From an optimization exercise on the open Yosys and OpenROAD flow, aimed at small area, a short achievable clock period and few clock cycles; shortcuts taken in it are not production practice.
At most, simulation tests tie the RTL to the original design; equivalence was not proved.
Power figures rest on the tool's default switching activity, not on a simulated workload.

==> flow/design.v (excerpt) <==
module hyb_encoder (
    input  wire        clk,
    input  wire        rst,
    input  wire [19:0] cfg_knee0,        
    input  wire [19:0] cfg_knee1,        
    input  wire [19:0] cfg_knee2,        
    input  wire [2:0]  cfg_log2_s,       
    input  wire [25:0] cfg_period_ns,    
    input  wire [4:0]  cfg_width,        
    input  wire        cfg_dither_en,    
    input  wire        cfg_colour_rot,   
    input  wire [1:0]  cfg_fc,           
    input  wire        in_valid,
    output reg         in_ready,
    input  wire [19:0] in_p,
    input  wire [3:0]  in_trim,          
    input  wire [1:0]  in_colour,
    input  wire        in_x0,            
    input  wire        in_y0,            
    output reg         out_valid,
    output reg  [7:0]  out_a,
    output reg  [16:0] out_h,
    output reg  [9:0]  lad_addr,         
    input  wire [19:0] lad_rdata
);
For scale: ~3000 cells after synthesis, roughly 0.027 mm² of cells after synthesis.
==> flow/config.mk <==
export PLATFORM = sky130hd
export DESIGN_NAME = hyb_encoder
export DESIGN_NICKNAME = hyb_encoder
export VERILOG_FILES = /design/flow/design.v
export SDC_FILE = /design/flow/constraint.sdc
export NUM_CORES = 4
export LEC_CHECK = 0
export CAP_MARGIN = 20
export CORE_MARGIN = 2
export CORE_UTILIZATION = 40
export SLEW_MARGIN = 20
==> flow/constraint.sdc <==
create_clock -name core_clock -period 10.0 [get_ports {clk}]
set_input_delay 2.0000 -clock core_clock [delete_from_list [all_inputs] [get_ports {clk}]]
set_output_delay 2.0000 -clock core_clock [all_outputs]
set_load 0.01 [all_outputs]
run.sh (not shown) runs the stock make flow with config.mk's settings and CLKGATE_MAP_FILE= SYNTH_SCRIPT=/design/flow/synth_recipe.tcl, a recipe that flattens the netlist after the stock synthesis.
Testbench counts at the start, summed over its fixed seeds: cycles 42,441.
==> next run, changes <==
SETUP_SLACK_MARGIN = 5   (was default)
Result:
- fmax rises by about 40%
- design area rises by 2.5%
- global-route usage rises by 1.3 points
- setup slack is better by 1.9 ns
- clock-buffer cell count does not change
- clock skew barely changes
- critical path depth does not change
- sequential share of layout area falls by 0.76 points
- power rises by about 1.8%


hyb_encoder, a different RTL version from the one above (not shown whole).
Size in the first run: ~1500 cells after synthesis, about 240 flip-flops, about 190 I/O pins, ~15000 um2 of cells after synthesis.
export LEC_CHECK = 0
export CAP_MARGIN = 20
export CORE_MARGIN = 2
export CORE_UTILIZATION = 40
export SLEW_MARGIN = 20
create_clock -name core_clock -period 10.0 [get_ports {clk}]
standard.sh (not shown) runs the stock make flow with config.mk's settings and CLKGATE_MAP_FILE= SYNTH_SCRIPT=/design/flow/synth_recipe.tcl, a recipe that flattens the netlist after the stock synthesis.
==> flow/flow/run.sh <==
#!/bin/bash
set -euo pipefail
export SETUP_SLACK_MARGIN=6.5
bash standard.sh > flow_make.log 2>&1
The baseline finished with timing, DRC and antenna clean.
Change:
==> flow/run.sh (new file) <==
#!/bin/bash
# synth_recipe.tcl (not shown) runs the flow's synth.tcl, then flattens the netlist and writes it again
# the make line also repeats each setting of config.mk as NAME=value (left out here)
make -C /OpenROAD-flow-scripts/flow DESIGN_CONFIG=/design/flow/config.mk WORK_HOME=/design/flow/orfs CLKGATE_MAP_FILE= SYNTH_SCRIPT=/design/flow/synth_recipe.tcl finish
- SETUP_SLACK_MARGIN: default -> 5
removed: flow/flow/run.sh
removed: flow/standard.sh
Worst setup slack got worse by 0.85 ns.
Combinational power came out lower by 23%.
Clock-buffer cell count went down by 9.
Die area stays the same.
Routed wire length fell by 7.2%.
No run of this note included a check of the RTL's function; only the layout flow was run.


hyb_encoder, a different RTL version from the one above (not shown whole).
Size in the first run: ~1,600 cells after synthesis, ~240 flip-flops, roughly 190 I/O pins, ~16,000 µm² of cells after synthesis.
==> flow/design.v (excerpt) <==
module hyb_encoder (
    input  wire        clk,
    input  wire        rst,
    input  wire [19:0] cfg_knee0,        
    input  wire [19:0] cfg_knee1,        
    input  wire [19:0] cfg_knee2,        
    input  wire [2:0]  cfg_log2_s,       
    input  wire [25:0] cfg_period_ns,    
    input  wire [4:0]  cfg_width,        
    input  wire        cfg_dither_en,    
    input  wire        cfg_colour_rot,   
    input  wire [1:0]  cfg_fc,           
    input  wire        in_valid,
    output reg         in_ready,
    input  wire [19:0] in_p,
    input  wire [3:0]  in_trim,          
    input  wire [1:0]  in_colour,
    input  wire        in_x0,            
    input  wire        in_y0,            
    output reg         out_valid,
    output reg  [7:0]  out_a,
    output reg  [16:0] out_h,
    output reg  [9:0]  lad_addr,         
    input  wire [19:0] lad_rdata
);
==> flow/config.mk <==
export PLATFORM = sky130hd
export DESIGN_NAME = hyb_encoder
export DESIGN_NICKNAME = hyb_encoder
export VERILOG_FILES = /design/flow/design.v
export SDC_FILE = /design/flow/constraint.sdc
export NUM_CORES = 4
export LEC_CHECK = 0
export CAP_MARGIN = 20
export CORE_MARGIN = 2
export CORE_UTILIZATION = 40
export SLEW_MARGIN = 20
==> flow/constraint.sdc <==
create_clock -name core_clock -period 10.0 [get_ports {clk}]
set_input_delay 2.0000 -clock core_clock [delete_from_list [all_inputs] [get_ports {clk}]]
set_output_delay 2.0000 -clock core_clock [all_outputs]
set_load 0.01 [all_outputs]
==> flow/flow/run.sh <==
#!/bin/bash
set -euo pipefail
export SETUP_SLACK_MARGIN=6.5
export BUFFER_PORTS_ARGS="-buffer_cell sky130_fd_sc_hd__buf_4"
bash standard.sh > flow_make.log 2>&1
The baseline completed with no timing, DRC or antenna violations.
Testbench counts at the start, summed over its fixed seeds: cycles 71,260.
==> next run, changes <==
--- a/flow/flow/run.sh
+++ b/flow/flow/run.sh
@@ -3 +3 @@
-export SETUP_SLACK_MARGIN=6.5
+export SETUP_SLACK_MARGIN=6.0
Outcome: The new run passed the timing, DRC and antenna checks; setup slack is worse by 0.10 ns; synthesized area is unchanged; power falls by 2.8%; final cell count came out lower by 1.7%; core utilization drops by 2.1 points; combinational power fell by about 8%; via count went down by 2.7%; final area shrinks by 4.2%; register-to-register slack got worse by 0.27 ns.


run 5:
hyb_encoder, a different RTL version from the one above (not shown whole).
Size in the first run: roughly 1700 cells after synthesis, about 0.016 mm² of cells after synthesis.
export LEC_CHECK = 0
export CAP_MARGIN = 20
export CORE_MARGIN = 2
export CORE_UTILIZATION = 40
export SLEW_MARGIN = 20
create_clock -name core_clock -period 10.0 [get_ports {clk}]
==> flow/flow/run.sh <==
#!/bin/bash
set -euo pipefail
export SETUP_SLACK_MARGIN=6.5
export BUFFER_PORTS_ARGS="-buffer_cell sky130_fd_sc_hd__buf_4"
bash standard.sh > flow_make.log 2>&1
Input-level comparison between run 2 and run 5:
diff --git a/flow/flow/run.sh b/flow/flow/run.sh
--- a/flow/flow/run.sh
+++ b/flow/flow/run.sh
@@ -3 +3 @@
-export SETUP_SLACK_MARGIN=6.5
+export SETUP_SLACK_MARGIN=7.5
==> run summary <==
Both conditions hold for run 2: the flow ran to the end and the final layout passed the timing, DRC and antenna checks.
Between run 2 and run 5, it is run 2 whose share of power burned in registers is lower, by 0.3 points.
Higher time the final worst path needs with I/O delays and setup was reported by run 5, not run 2.
Layout clock buffer count delta for run 2 relative to run 5: about 20% higher
Where final total power is concerned, run 5 is better than run 2.
Total number of vias (run 2 over run 5): increase, 477
When the final numbers for run 2 and run 5 were put side by side, the required arrival time at the worst endpoint turned out to be greater in run 2.
Compared with run 5, in run 2 switching power climbed 2.5%; wire length on met3 went up by 14%; smallest setup slack after layout went up; setup slack after placement higher.
Against run 5 as the reference, run 2 delivers a higher combinational power.
No run of this note included a check of the RTL's function; only the layout flow was run.

## re-timing with driven ports
Ports are ideal in the flow. The routed layouts listed here were re-timed in OpenROAD. Step 1: set_driving_cell puts a clkbuf_16 on clk and a buf_2 on each other input, an assumption about the parent block. Step 2 times the ports against the registers' clock, not the clock port: input delays grow and output delays shrink by t, the midpoint of the rising clock arrivals with the driver on. a / b / c = ideal ports / drivers / drivers and shift; a / b = the first two.
| run | shift t [ns] | setup slack, ns | worst setup path at the end | clock arrival spread, ns |
|---|---|---|---|---|
| the first run of note 1 | 0.653 | 3.060 / 3.095 / 2.441 | input to register | 0.022 / 0.021 |
| the second run of note 1 | 0.650 | 4.981 / 5.022 / 4.372 | input to register | 0.024 / 0.024 |
| the first run of note 2 | 0.606 | 6.194 / 6.206 / 5.600 | input to register | 0.018 / 0.018 |
| the second run of note 2 | 0.599 | 5.344 / 5.360 / 4.760 | input to register | 0.018 / 0.019 |
| the first run of note 3 | 0.605 | 6.080 / 6.089 / 5.485 | input to register | 0.012 / 0.013 |
| the second run of note 3 | 0.613 | 5.980 / 5.998 / 5.384 | input to register | 0.013 / 0.013 |
| run 5 | 0.620 | 6.150 / 6.177 / 5.557 | input to register | 0.019 / 0.020 |
| run 2 | 0.627 | 6.172 / 6.178 / 5.551 | input to register | 0.016 / 0.016 |
After both steps setup and hold are still met in every run listed. The setup slack of run 2, which loses most, moves by +0.006 ns with the drivers and by -0.621 ns with both steps.
